Context: an optimization exercise on an open-source flow, tuned for small area, a short achievable clock period and few clock cycles per item. The choices shown serve that exercise and are no tape-out recipe.
The RTL was checked by simulation tests, not by an equivalence proof against the original design.

==> job 715: inputs <==
// eq_chain
module eq_chain (
    input  wire        clk,
    input  wire        rst,
    input  wire        cfg_we,
    input  wire [3:0]  cfg_sec,     
    input  wire [2:0]  cfg_reg,     
    input  wire [31:0] cfg_data,
    input  wire        in_valid,
    output wire        in_ready,
    input  wire [31:0] in_data,
    output reg         out_valid,
    output reg  [31:0] out_data,
    output reg         out_over
);
    localparam NSEC = 9;
    reg        rst_r;
    reg        we_r;
    reg [3:0]  sec_r;
    reg [2:0]  reg_r;
    reg [31:0] data_r;
    always @(posedge clk) begin
        rst_r  <= rst;
        we_r   <= cfg_we & ~rst;
        sec_r  <= cfg_sec;
        reg_r  <= cfg_reg;
        data_r <= cfg_data;
    end
    reg [4:0] ph;
    always @(posedge clk) begin
        if (rst)
            ph <= 5'b00001;
        else
            ph <= {ph[3:0], ph[4]};
    end
    reg        rdy;
    reg        acc_r;
  ...
Settings: LEC_CHECK=0, CAP_MARGIN=20, CORE_MARGIN=2, CORE_UTILIZATION=40, SLEW_MARGIN=20; clock period 18.0 ns.
run.sh (not shown) runs the stock make flow with config.mk's settings and CLKGATE_MAP_FILE= SYNTH_SCRIPT=/design/flow/synth_recipe.tcl, a recipe that flattens the netlist after the stock synthesis.
==> job 2923: changes against job 715 <==
--- a/flow/design.v
+++ b/flow/design.v
@@ -60,37 +60,29 @@
             en <= 1'b0;
             sh <= 2'd0;
         end else if (wr_ctrl) begin
             en <= wr_data[0];
             sh <= wr_data[2:1];
         end
     end
-    wire [31:0] c_op = ({32{ph[0]}} & b0) | ({32{ph[1]}} & a1) | ({32{ph[2]}} & a2) |
-                       ({32{ph[3]}} & b1) | ({32{ph[4]}} & b2);
-    wire [32:0] c_x  = {c_op, 1'b0};
-    reg [15:0] one_r, two_r, neg_r;
+    reg [31:0] c_r;
     reg [39:0] d_r;
-    integer i;
     always @(posedge clk) begin
-        for (i = 0; i < 16; i = i + 1) begin
-            one_r[i] <= c_x[2*i+1] ^ c_x[2*i];
-            two_r[i] <= (c_x[2*i+2] & ~c_x[2*i+1] & ~c_x[2*i]) |
-                        (~c_x[2*i+2] & c_x[2*i+1] & c_x[2*i]);
-            neg_r[i] <= c_x[2*i+2] & ~(c_x[2*i+1] & c_x[2*i]);
-        end
+        c_r <= ({32{ph[0]}} & b0) | ({32{ph[1]}} & a1) | ({32{ph[2]}} & a2) |
+               ({32{ph[3]}} & b1) | ({32{ph[4]}} & b2);
         d_r <= ({40{ph[0]}} & {{4{x_in[31]}}, x_in, 4'b0000}) |
                ({40{ph[1]}} & y1) |
                ({40{ph[2]}} & y2) |
                ({40{ph[3]}} & (act ? {{4{x_in[31]}}, x_in, 4'b0000}
                                    : {{4{x1[31]}}, x1, 4'b0000})) |
                ({40{ph[4]}} & (act ? {{4{x1[31]}}, x1, 4'b0000}
                                    : {{4{x2[31]}}, x2, 4'b0000}));
     end
     wire [71:0] ms, mc;
-    eq_mul u_mul (.one(one_r), .two(two_r), .neg(neg_r), .b(d_r), .s(ms), .c(mc));
+    eq_mul u_mul (.a(c_r), .b(d_r), .s(ms), .c(mc));
     reg [71:0] ms_r, mc_r;
     always @(posedge clk) begin
         ms_r <= ms;
         mc_r <= mc;
     end
     wire [71:0] p_s  = ms_r + mc_r;
     wire        tie  = ~(|p_s[28:0]);
@@ -238,21 +230,20 @@
         else
             out_valid <= ph[4] & v[NSEC];
         out_data <= x_last;
         out_over <= o[NSEC] | o_last;
     end
 endmodule
 module eq_mul (
-    input  wire [15:0] one,      
-    input  wire [15:0] two,      
-    input  wire [15:0] neg,      
+    input  wire [31:0] a,
     input  wire [39:0] b,
     output wire [71:0] s,
     output wire [71:0] c
 );
+    wire [15:0] neg, one, two;
     wire [39:0] bx0, bx1, bx2, bx3, bx4, bx5, bx6, bx7, bx8, bx9, bx10, bx11, bx12, bx13, bx14, bx15;
     wire n1, n2, n3, n4, n5, n6, n7, n8, n9, n10, n11, n12, n13, n14, n15, n16;
     wire n17, n18, n19, n20, n21, n22, n23, n24, n25, n26, n27, n28, n29, n30, n31, n32;
     wire n33, n34, n35, n36, n37, n38, n39, n40, n41, n42, n43, n44, n45, n46, n47, n48;
     wire n49, n50, n51, n52, n53, n54, n55, n56, n57, n58, n59, n60, n61, n62, n63, n64;
     wire n65, n66, n67, n68, n69, n70, n71, n72, n73, n74, n75, n76, n77, n78, n79, n80;
     wire n81, n82, n83, n84, n85, n86, n87, n88, n89, n90, n91, n92, n93, n94, n95, n96;
@@ -362,14 +353,17 @@
     wire n1745, n1746, n1747, n1748, n1749, n1750, n1751, n1752, n1753, n1754, n1755, n1756, n1757, n1758, n1759, n1760;
     wire n1761, n1762, n1763, n1764, n1765, n1766, n1767, n1768, n1769, n1770, n1771, n1772, n1773, n1774, n1775, n1776;
     wire n1777, n1778, n1779, n1780, n1781, n1782, n1783, n1784, n1785, n1786, n1787, n1788, n1789, n1790, n1791, n1792;
     wire n1793, n1794, n1795, n1796, n1797, n1798, n1799, n1800, n1801, n1802, n1803, n1804, n1805, n1806, n1807, n1808;
     wire n1809, n1810, n1811, n1812, n1813, n1814, n1815, n1816, n1817, n1818, n1819, n1820, n1821, n1822, n1823, n1824;
     wire n1825, n1826, n1827, n1828, n1829, n1830, n1831, n1832, n1833, n1834, n1835, n1836, n1837, n1838, n1839, n1840;
     wire n1841, n1842, n1843, n1844, n1845, n1846, n1847, n1848, n1849, n1850, n1851, n1852, n1853, n1854, n1855, n1856;
+    assign one[0] = a[0] ^ 1'b0;
+    assign two[0] = (a[1] & ~a[0] & ~1'b0) | (~a[1] & a[0] & 1'b0);
+    assign neg[0] = a[1] & ~(a[0] & 1'b0);
     assign bx0 = b ^ {40{neg[0]}};
     assign n1 = (one[0] & bx0[0]) | (two[0] & neg[0]);
     assign n2 = (one[0] & bx0[1]) | (two[0] & bx0[0]);
     assign n3 = (one[0] & bx0[2]) | (two[0] & bx0[1]);
     assign n4 = (one[0] & bx0[3]) | (two[0] & bx0[2]);
     assign n5 = (one[0] & bx0[4]) | (two[0] & bx0[3]);
     assign n6 = (one[0] & bx0[5]) | (two[0] & bx0[4]);
@@ -404,14 +398,17 @@
     assign n35 = (one[0] & bx0[34]) | (two[0] & bx0[33]);
     assign n36 = (one[0] & bx0[35]) | (two[0] & bx0[34]);
     assign n37 = (one[0] & bx0[36]) | (two[0] & bx0[35]);
     assign n38 = (one[0] & bx0[37]) | (two[0] & bx0[36]);
     assign n39 = (one[0] & bx0[38]) | (two[0] & bx0[37]);
     assign n40 = (one[0] & bx0[39]) | (two[0] & bx0[38]);
     assign n41 = ~((one[0] | two[0]) & bx0[39]);
+    assign one[1] = a[2] ^ a[1];
+    assign two[1] = (a[3] & ~a[2] & ~a[1]) | (~a[3] & a[2] & a[1]);
+    assign neg[1] = a[3] & ~(a[2] & a[1]);
     assign bx1 = b ^ {40{neg[1]}};
     assign n42 = (one[1] & bx1[0]) | (two[1] & neg[1]);
     assign n43 = (one[1] & bx1[1]) | (two[1] & bx1[0]);
     assign n44 = (one[1] & bx1[2]) | (two[1] & bx1[1]);
     assign n45 = (one[1] & bx1[3]) | (two[1] & bx1[2]);
     assign n46 = (one[1] & bx1[4]) | (two[1] & bx1[3]);
     assign n47 = (one[1] & bx1[5]) | (two[1] & bx1[4]);
@@ -446,14 +443,17 @@
     assign n76 = (one[1] & bx1[34]) | (two[1] & bx1[33]);
     assign n77 = (one[1] & bx1[35]) | (two[1] & bx1[34]);
     assign n78 = (one[1] & bx1[36]) | (two[1] & bx1[35]);
     assign n79 = (one[1] & bx1[37]) | (two[1] & bx1[36]);
     assign n80 = (one[1] & bx1[38]) | (two[1] & bx1[37]);
     assign n81 = (one[1] & bx1[39]) | (two[1] & bx1[38]);
     assign n82 = ~((one[1] | two[1]) & bx1[39]);
+    assign one[2] = a[4] ^ a[3];
+    assign two[2] = (a[5] & ~a[4] & ~a[3]) | (~a[5] & a[4] & a[3]);
+    assign neg[2] = a[5] & ~(a[4] & a[3]);
     assign bx2 = b ^ {40{neg[2]}};
     assign n83 = (one[2] & bx2[0]) | (two[2] & neg[2]);
     assign n84 = (one[2] & bx2[1]) | (two[2] & bx2[0]);
     assign n85 = (one[2] & bx2[2]) | (two[2] & bx2[1]);
     assign n86 = (one[2] & bx2[3]) | (two[2] & bx2[2]);
     assign n87 = (one[2] & bx2[4]) | (two[2] & bx2[3]);
     assign n88 = (one[2] & bx2[5]) | (two[2] & bx2[4]);
@@ -488,14 +488,17 @@
     assign n117 = (one[2] & bx2[34]) | (two[2] & bx2[33]);
     assign n118 = (one[2] & bx2[35]) | (two[2] & bx2[34]);
     assign n119 = (one[2] & bx2[36]) | (two[2] & bx2[35]);
     assign n120 = (one[2] & bx2[37]) | (two[2] & bx2[36]);
     assign n121 = (one[2] & bx2[38]) | (two[2] & bx2[37]);
     assign n122 = (one[2] & bx2[39]) | (two[2] & bx2[38]);
     assign n123 = ~((one[2] | two[2]) & bx2[39]);
+    assign one[3] = a[6] ^ a[5];
+    assign two[3] = (a[7] & ~a[6] & ~a[5]) | (~a[7] & a[6] & a[5]);
+    assign neg[3] = a[7] & ~(a[6] & a[5]);
     assign bx3 = b ^ {40{neg[3]}};
     assign n124 = (one[3] & bx3[0]) | (two[3] & neg[3]);
     assign n125 = (one[3] & bx3[1]) | (two[3] & bx3[0]);
     assign n126 = (one[3] & bx3[2]) | (two[3] & bx3[1]);
     assign n127 = (one[3] & bx3[3]) | (two[3] & bx3[2]);
     assign n128 = (one[3] & bx3[4]) | (two[3] & bx3[3]);
     assign n129 = (one[3] & bx3[5]) | (two[3] & bx3[4]);
@@ -530,14 +533,17 @@
     assign n158 = (one[3] & bx3[34]) | (two[3] & bx3[33]);
     assign n159 = (one[3] & bx3[35]) | (two[3] & bx3[34]);
     assign n160 = (one[3] & bx3[36]) | (two[3] & bx3[35]);
     assign n161 = (one[3] & bx3[37]) | (two[3] & bx3[36]);
     assign n162 = (one[3] & bx3[38]) | (two[3] & bx3[37]);
     assign n163 = (one[3] & bx3[39]) | (two[3] & bx3[38]);
     assign n164 = ~((one[3] | two[3]) & bx3[39]);
+    assign one[4] = a[8] ^ a[7];
+    assign two[4] = (a[9] & ~a[8] & ~a[7]) | (~a[9] & a[8] & a[7]);
+    assign neg[4] = a[9] & ~(a[8] & a[7]);
     assign bx4 = b ^ {40{neg[4]}};
     assign n165 = (one[4] & bx4[0]) | (two[4] & neg[4]);
     assign n166 = (one[4] & bx4[1]) | (two[4] & bx4[0]);
     assign n167 = (one[4] & bx4[2]) | (two[4] & bx4[1]);
     assign n168 = (one[4] & bx4[3]) | (two[4] & bx4[2]);
     assign n169 = (one[4] & bx4[4]) | (two[4] & bx4[3]);
     assign n170 = (one[4] & bx4[5]) | (two[4] & bx4[4]);
@@ -572,14 +578,17 @@
     assign n199 = (one[4] & bx4[34]) | (two[4] & bx4[33]);
     assign n200 = (one[4] & bx4[35]) | (two[4] & bx4[34]);
     assign n201 = (one[4] & bx4[36]) | (two[4] & bx4[35]);
     assign n202 = (one[4] & bx4[37]) | (two[4] & bx4[36]);
     assign n203 = (one[4] & bx4[38]) | (two[4] & bx4[37]);
     assign n204 = (one[4] & bx4[39]) | (two[4] & bx4[38]);
     assign n205 = ~((one[4] | two[4]) & bx4[39]);
+    assign one[5] = a[10] ^ a[9];
+    assign two[5] = (a[11] & ~a[10] & ~a[9]) | (~a[11] & a[10] & a[9]);
+    assign neg[5] = a[11] & ~(a[10] & a[9]);
     assign bx5 = b ^ {40{neg[5]}};
     assign n206 = (one[5] & bx5[0]) | (two[5] & neg[5]);
     assign n207 = (one[5] & bx5[1]) | (two[5] & bx5[0]);
     assign n208 = (one[5] & bx5[2]) | (two[5] & bx5[1]);
     assign n209 = (one[5] & bx5[3]) | (two[5] & bx5[2]);
     assign n210 = (one[5] & bx5[4]) | (two[5] & bx5[3]);
     assign n211 = (one[5] & bx5[5]) | (two[5] & bx5[4]);
@@ -614,14 +623,17 @@
     assign n240 = (one[5] & bx5[34]) | (two[5] & bx5[33]);
     assign n241 = (one[5] & bx5[35]) | (two[5] & bx5[34]);
     assign n242 = (one[5] & bx5[36]) | (two[5] & bx5[35]);
     assign n243 = (one[5] & bx5[37]) | (two[5] & bx5[36]);
     assign n244 = (one[5] & bx5[38]) | (two[5] & bx5[37]);
     assign n245 = (one[5] & bx5[39]) | (two[5] & bx5[38]);
     assign n246 = ~((one[5] | two[5]) & bx5[39]);
+    assign one[6] = a[12] ^ a[11];
+    assign two[6] = (a[13] & ~a[12] & ~a[11]) | (~a[13] & a[12] & a[11]);
+    assign neg[6] = a[13] & ~(a[12] & a[11]);
     assign bx6 = b ^ {40{neg[6]}};
     assign n247 = (one[6] & bx6[0]) | (two[6] & neg[6]);
     assign n248 = (one[6] & bx6[1]) | (two[6] & bx6[0]);
     assign n249 = (one[6] & bx6[2]) | (two[6] & bx6[1]);
     assign n250 = (one[6] & bx6[3]) | (two[6] & bx6[2]);
     assign n251 = (one[6] & bx6[4]) | (two[6] & bx6[3]);
     assign n252 = (one[6] & bx6[5]) | (two[6] & bx6[4]);
@@ -656,14 +668,17 @@
     assign n281 = (one[6] & bx6[34]) | (two[6] & bx6[33]);
     assign n282 = (one[6] & bx6[35]) | (two[6] & bx6[34]);
     assign n283 = (one[6] & bx6[36]) | (two[6] & bx6[35]);
     assign n284 = (one[6] & bx6[37]) | (two[6] & bx6[36]);
     assign n285 = (one[6] & bx6[38]) | (two[6] & bx6[37]);
     assign n286 = (one[6] & bx6[39]) | (two[6] & bx6[38]);
     assign n287 = ~((one[6] | two[6]) & bx6[39]);
+    assign one[7] = a[14] ^ a[13];
+    assign two[7] = (a[15] & ~a[14] & ~a[13]) | (~a[15] & a[14] & a[13]);
+    assign neg[7] = a[15] & ~(a[14] & a[13]);
     assign bx7 = b ^ {40{neg[7]}};
     assign n288 = (one[7] & bx7[0]) | (two[7] & neg[7]);
     assign n289 = (one[7] & bx7[1]) | (two[7] & bx7[0]);
     assign n290 = (one[7] & bx7[2]) | (two[7] & bx7[1]);
     assign n291 = (one[7] & bx7[3]) | (two[7] & bx7[2]);
     assign n292 = (one[7] & bx7[4]) | (two[7] & bx7[3]);
     assign n293 = (one[7] & bx7[5]) | (two[7] & bx7[4]);
@@ -698,14 +713,17 @@
     assign n322 = (one[7] & bx7[34]) | (two[7] & bx7[33]);
     assign n323 = (one[7] & bx7[35]) | (two[7] & bx7[34]);
     assign n324 = (one[7] & bx7[36]) | (two[7] & bx7[35]);
     assign n325 = (one[7] & bx7[37]) | (two[7] & bx7[36]);
     assign n326 = (one[7] & bx7[38]) | (two[7] & bx7[37]);
     assign n327 = (one[7] & bx7[39]) | (two[7] & bx7[38]);
     assign n328 = ~((one[7] | two[7]) & bx7[39]);
+    assign one[8] = a[16] ^ a[15];
+    assign two[8] = (a[17] & ~a[16] & ~a[15]) | (~a[17] & a[16] & a[15]);
+    assign neg[8] = a[17] & ~(a[16] & a[15]);
     assign bx8 = b ^ {40{neg[8]}};
     assign n329 = (one[8] & bx8[0]) | (two[8] & neg[8]);
     assign n330 = (one[8] & bx8[1]) | (two[8] & bx8[0]);
     assign n331 = (one[8] & bx8[2]) | (two[8] & bx8[1]);
     assign n332 = (one[8] & bx8[3]) | (two[8] & bx8[2]);
     assign n333 = (one[8] & bx8[4]) | (two[8] & bx8[3]);
     assign n334 = (one[8] & bx8[5]) | (two[8] & bx8[4]);
@@ -740,14 +758,17 @@
     assign n363 = (one[8] & bx8[34]) | (two[8] & bx8[33]);
     assign n364 = (one[8] & bx8[35]) | (two[8] & bx8[34]);
     assign n365 = (one[8] & bx8[36]) | (two[8] & bx8[35]);
     assign n366 = (one[8] & bx8[37]) | (two[8] & bx8[36]);
     assign n367 = (one[8] & bx8[38]) | (two[8] & bx8[37]);
     assign n368 = (one[8] & bx8[39]) | (two[8] & bx8[38]);
     assign n369 = ~((one[8] | two[8]) & bx8[39]);
+    assign one[9] = a[18] ^ a[17];
+    assign two[9] = (a[19] & ~a[18] & ~a[17]) | (~a[19] & a[18] & a[17]);
+    assign neg[9] = a[19] & ~(a[18] & a[17]);
     assign bx9 = b ^ {40{neg[9]}};
     assign n370 = (one[9] & bx9[0]) | (two[9] & neg[9]);
     assign n371 = (one[9] & bx9[1]) | (two[9] & bx9[0]);
     assign n372 = (one[9] & bx9[2]) | (two[9] & bx9[1]);
     assign n373 = (one[9] & bx9[3]) | (two[9] & bx9[2]);
     assign n374 = (one[9] & bx9[4]) | (two[9] & bx9[3]);
     assign n375 = (one[9] & bx9[5]) | (two[9] & bx9[4]);
@@ -782,14 +803,17 @@
     assign n404 = (one[9] & bx9[34]) | (two[9] & bx9[33]);
     assign n405 = (one[9] & bx9[35]) | (two[9] & bx9[34]);
     assign n406 = (one[9] & bx9[36]) | (two[9] & bx9[35]);
     assign n407 = (one[9] & bx9[37]) | (two[9] & bx9[36]);
     assign n408 = (one[9] & bx9[38]) | (two[9] & bx9[37]);
     assign n409 = (one[9] & bx9[39]) | (two[9] & bx9[38]);
     assign n410 = ~((one[9] | two[9]) & bx9[39]);
+    assign one[10] = a[20] ^ a[19];
+    assign two[10] = (a[21] & ~a[20] & ~a[19]) | (~a[21] & a[20] & a[19]);
+    assign neg[10] = a[21] & ~(a[20] & a[19]);
     assign bx10 = b ^ {40{neg[10]}};
     assign n411 = (one[10] & bx10[0]) | (two[10] & neg[10]);
     assign n412 = (one[10] & bx10[1]) | (two[10] & bx10[0]);
     assign n413 = (one[10] & bx10[2]) | (two[10] & bx10[1]);
     assign n414 = (one[10] & bx10[3]) | (two[10] & bx10[2]);
     assign n415 = (one[10] & bx10[4]) | (two[10] & bx10[3]);
     assign n416 = (one[10] & bx10[5]) | (two[10] & bx10[4]);
@@ -824,14 +848,17 @@
     assign n445 = (one[10] & bx10[34]) | (two[10] & bx10[33]);
     assign n446 = (one[10] & bx10[35]) | (two[10] & bx10[34]);
     assign n447 = (one[10] & bx10[36]) | (two[10] & bx10[35]);
     assign n448 = (one[10] & bx10[37]) | (two[10] & bx10[36]);
     assign n449 = (one[10] & bx10[38]) | (two[10] & bx10[37]);
     assign n450 = (one[10] & bx10[39]) | (two[10] & bx10[38]);
     assign n451 = ~((one[10] | two[10]) & bx10[39]);
+    assign one[11] = a[22] ^ a[21];
+    assign two[11] = (a[23] & ~a[22] & ~a[21]) | (~a[23] & a[22] & a[21]);
+    assign neg[11] = a[23] & ~(a[22] & a[21]);
     assign bx11 = b ^ {40{neg[11]}};
     assign n452 = (one[11] & bx11[0]) | (two[11] & neg[11]);
     assign n453 = (one[11] & bx11[1]) | (two[11] & bx11[0]);
     assign n454 = (one[11] & bx11[2]) | (two[11] & bx11[1]);
     assign n455 = (one[11] & bx11[3]) | (two[11] & bx11[2]);
     assign n456 = (one[11] & bx11[4]) | (two[11] & bx11[3]);
     assign n457 = (one[11] & bx11[5]) | (two[11] & bx11[4]);
@@ -866,14 +893,17 @@
     assign n486 = (one[11] & bx11[34]) | (two[11] & bx11[33]);
     assign n487 = (one[11] & bx11[35]) | (two[11] & bx11[34]);
     assign n488 = (one[11] & bx11[36]) | (two[11] & bx11[35]);
     assign n489 = (one[11] & bx11[37]) | (two[11] & bx11[36]);
     assign n490 = (one[11] & bx11[38]) | (two[11] & bx11[37]);
     assign n491 = (one[11] & bx11[39]) | (two[11] & bx11[38]);
     assign n492 = ~((one[11] | two[11]) & bx11[39]);
+    assign one[12] = a[24] ^ a[23];
+    assign two[12] = (a[25] & ~a[24] & ~a[23]) | (~a[25] & a[24] & a[23]);
+    assign neg[12] = a[25] & ~(a[24] & a[23]);
     assign bx12 = b ^ {40{neg[12]}};
     assign n493 = (one[12] & bx12[0]) | (two[12] & neg[12]);
     assign n494 = (one[12] & bx12[1]) | (two[12] & bx12[0]);
     assign n495 = (one[12] & bx12[2]) | (two[12] & bx12[1]);
     assign n496 = (one[12] & bx12[3]) | (two[12] & bx12[2]);
     assign n497 = (one[12] & bx12[4]) | (two[12] & bx12[3]);
     assign n498 = (one[12] & bx12[5]) | (two[12] & bx12[4]);
@@ -908,14 +938,17 @@
     assign n527 = (one[12] & bx12[34]) | (two[12] & bx12[33]);
     assign n528 = (one[12] & bx12[35]) | (two[12] & bx12[34]);
     assign n529 = (one[12] & bx12[36]) | (two[12] & bx12[35]);
     assign n530 = (one[12] & bx12[37]) | (two[12] & bx12[36]);
     assign n531 = (one[12] & bx12[38]) | (two[12] & bx12[37]);
     assign n532 = (one[12] & bx12[39]) | (two[12] & bx12[38]);
     assign n533 = ~((one[12] | two[12]) & bx12[39]);
+    assign one[13] = a[26] ^ a[25];
+    assign two[13] = (a[27] & ~a[26] & ~a[25]) | (~a[27] & a[26] & a[25]);
+    assign neg[13] = a[27] & ~(a[26] & a[25]);
     assign bx13 = b ^ {40{neg[13]}};
     assign n534 = (one[13] & bx13[0]) | (two[13] & neg[13]);
     assign n535 = (one[13] & bx13[1]) | (two[13] & bx13[0]);
     assign n536 = (one[13] & bx13[2]) | (two[13] & bx13[1]);
     assign n537 = (one[13] & bx13[3]) | (two[13] & bx13[2]);
     assign n538 = (one[13] & bx13[4]) | (two[13] & bx13[3]);
     assign n539 = (one[13] & bx13[5]) | (two[13] & bx13[4]);
@@ -950,14 +983,17 @@
     assign n568 = (one[13] & bx13[34]) | (two[13] & bx13[33]);
     assign n569 = (one[13] & bx13[35]) | (two[13] & bx13[34]);
     assign n570 = (one[13] & bx13[36]) | (two[13] & bx13[35]);
     assign n571 = (one[13] & bx13[37]) | (two[13] & bx13[36]);
     assign n572 = (one[13] & bx13[38]) | (two[13] & bx13[37]);
     assign n573 = (one[13] & bx13[39]) | (two[13] & bx13[38]);
     assign n574 = ~((one[13] | two[13]) & bx13[39]);
+    assign one[14] = a[28] ^ a[27];
+    assign two[14] = (a[29] & ~a[28] & ~a[27]) | (~a[29] & a[28] & a[27]);
+    assign neg[14] = a[29] & ~(a[28] & a[27]);
     assign bx14 = b ^ {40{neg[14]}};
     assign n575 = (one[14] & bx14[0]) | (two[14] & neg[14]);
     assign n576 = (one[14] & bx14[1]) | (two[14] & bx14[0]);
     assign n577 = (one[14] & bx14[2]) | (two[14] & bx14[1]);
     assign n578 = (one[14] & bx14[3]) | (two[14] & bx14[2]);
     assign n579 = (one[14] & bx14[4]) | (two[14] & bx14[3]);
     assign n580 = (one[14] & bx14[5]) | (two[14] & bx14[4]);
@@ -992,14 +1028,17 @@
     assign n609 = (one[14] & bx14[34]) | (two[14] & bx14[33]);
     assign n610 = (one[14] & bx14[35]) | (two[14] & bx14[34]);
     assign n611 = (one[14] & bx14[36]) | (two[14] & bx14[35]);
     assign n612 = (one[14] & bx14[37]) | (two[14] & bx14[36]);
     assign n613 = (one[14] & bx14[38]) | (two[14] & bx14[37]);
     assign n614 = (one[14] & bx14[39]) | (two[14] & bx14[38]);
     assign n615 = ~((one[14] | two[14]) & bx14[39]);
+    assign one[15] = a[30] ^ a[29];
+    assign two[15] = (a[31] & ~a[30] & ~a[29]) | (~a[31] & a[30] & a[29]);
+    assign neg[15] = a[31] & ~(a[30] & a[29]);
     assign bx15 = b ^ {40{neg[15]}};
     assign n616 = (one[15] & bx15[0]) | (two[15] & neg[15]);
     assign n617 = (one[15] & bx15[1]) | (two[15] & bx15[0]);
     assign n618 = (one[15] & bx15[2]) | (two[15] & bx15[1]);
     assign n619 = (one[15] & bx15[3]) | (two[15] & bx15[2]);
     assign n620 = (one[15] & bx15[4]) | (two[15] & bx15[3]);
     assign n621 = (one[15] & bx15[5]) | (two[15] & bx15[4]);
==> out/qor.csv <==
stage;metric;value;unit
finish;Seq cells;6168;
finish;multi-input combinational area share;60.4;%
grt;gr usage total;28.6;%
status;status;no timing/DRC/antenna violations;
finish;Layout clock area frac;4.48;%
sta;fin crit share;39.0;%
critical_path;CP required;19.09;ns
finish;invs w/o clock;4209;
placed_design;DP HPWL;1310000;µm
The numbers above come from job 715.

==> out/qor.csv <==
stage;metric;value;unit
status;status;failed layout checks;
status;Violated Checks;antenna rules;
grt;gr usage total;31.0;%
finish;Layout clock area frac;4.51;%
clock_tree;TritonCTS clock tree;built;
critical_path;CP required;18.99;ns
placed_design;DP HPWL;1440000;µm
finish;Seq area share;26.2;%
finish;invs w/o clock;4262;
sta;fin crit share;36.2;%
routing;antenna-violating nets left;1;
die;die height;1120;µm
finish;Seq cells;6024;
finish;multi-input combinational area share;60.4;%
The numbers above come from job 2923.

Testbench counts of job 715, summed over its fixed seeds: cycles 22,240, samples 4,096.
Testbench counts of job 2923, summed over its fixed seeds: cycles 22,240, samples 4,096.

static timing again, ports no longer ideal:
The results above use ideal ports. As a check the final layouts listed here were re-extracted and re-timed, cells and wires unchanged.
Step 1, drivers: a clkbuf_16 drives clk and a buf_2 each remaining input, both assumed.
Step 2 adds t to the input delays and takes it off the output delays; t is the mean of the earliest and latest rising clock arrival at the registers after step 1. Input paths then give back, and output paths get back, about the clock's delay inside the block.
Three values: no drivers, after step 1, after step 2; two values: the first two.
run | t (ns) | setup slack, ns | worst data-port slew with drivers (ns) | cell pins on the clock port's net
job 715 | 1.353 | 10.976 / 10.976 / 10.976 | 0.28 | 1
job 2923 | 1.323 | 11.487 / 11.487 / 11.487 | 0.13 | 1
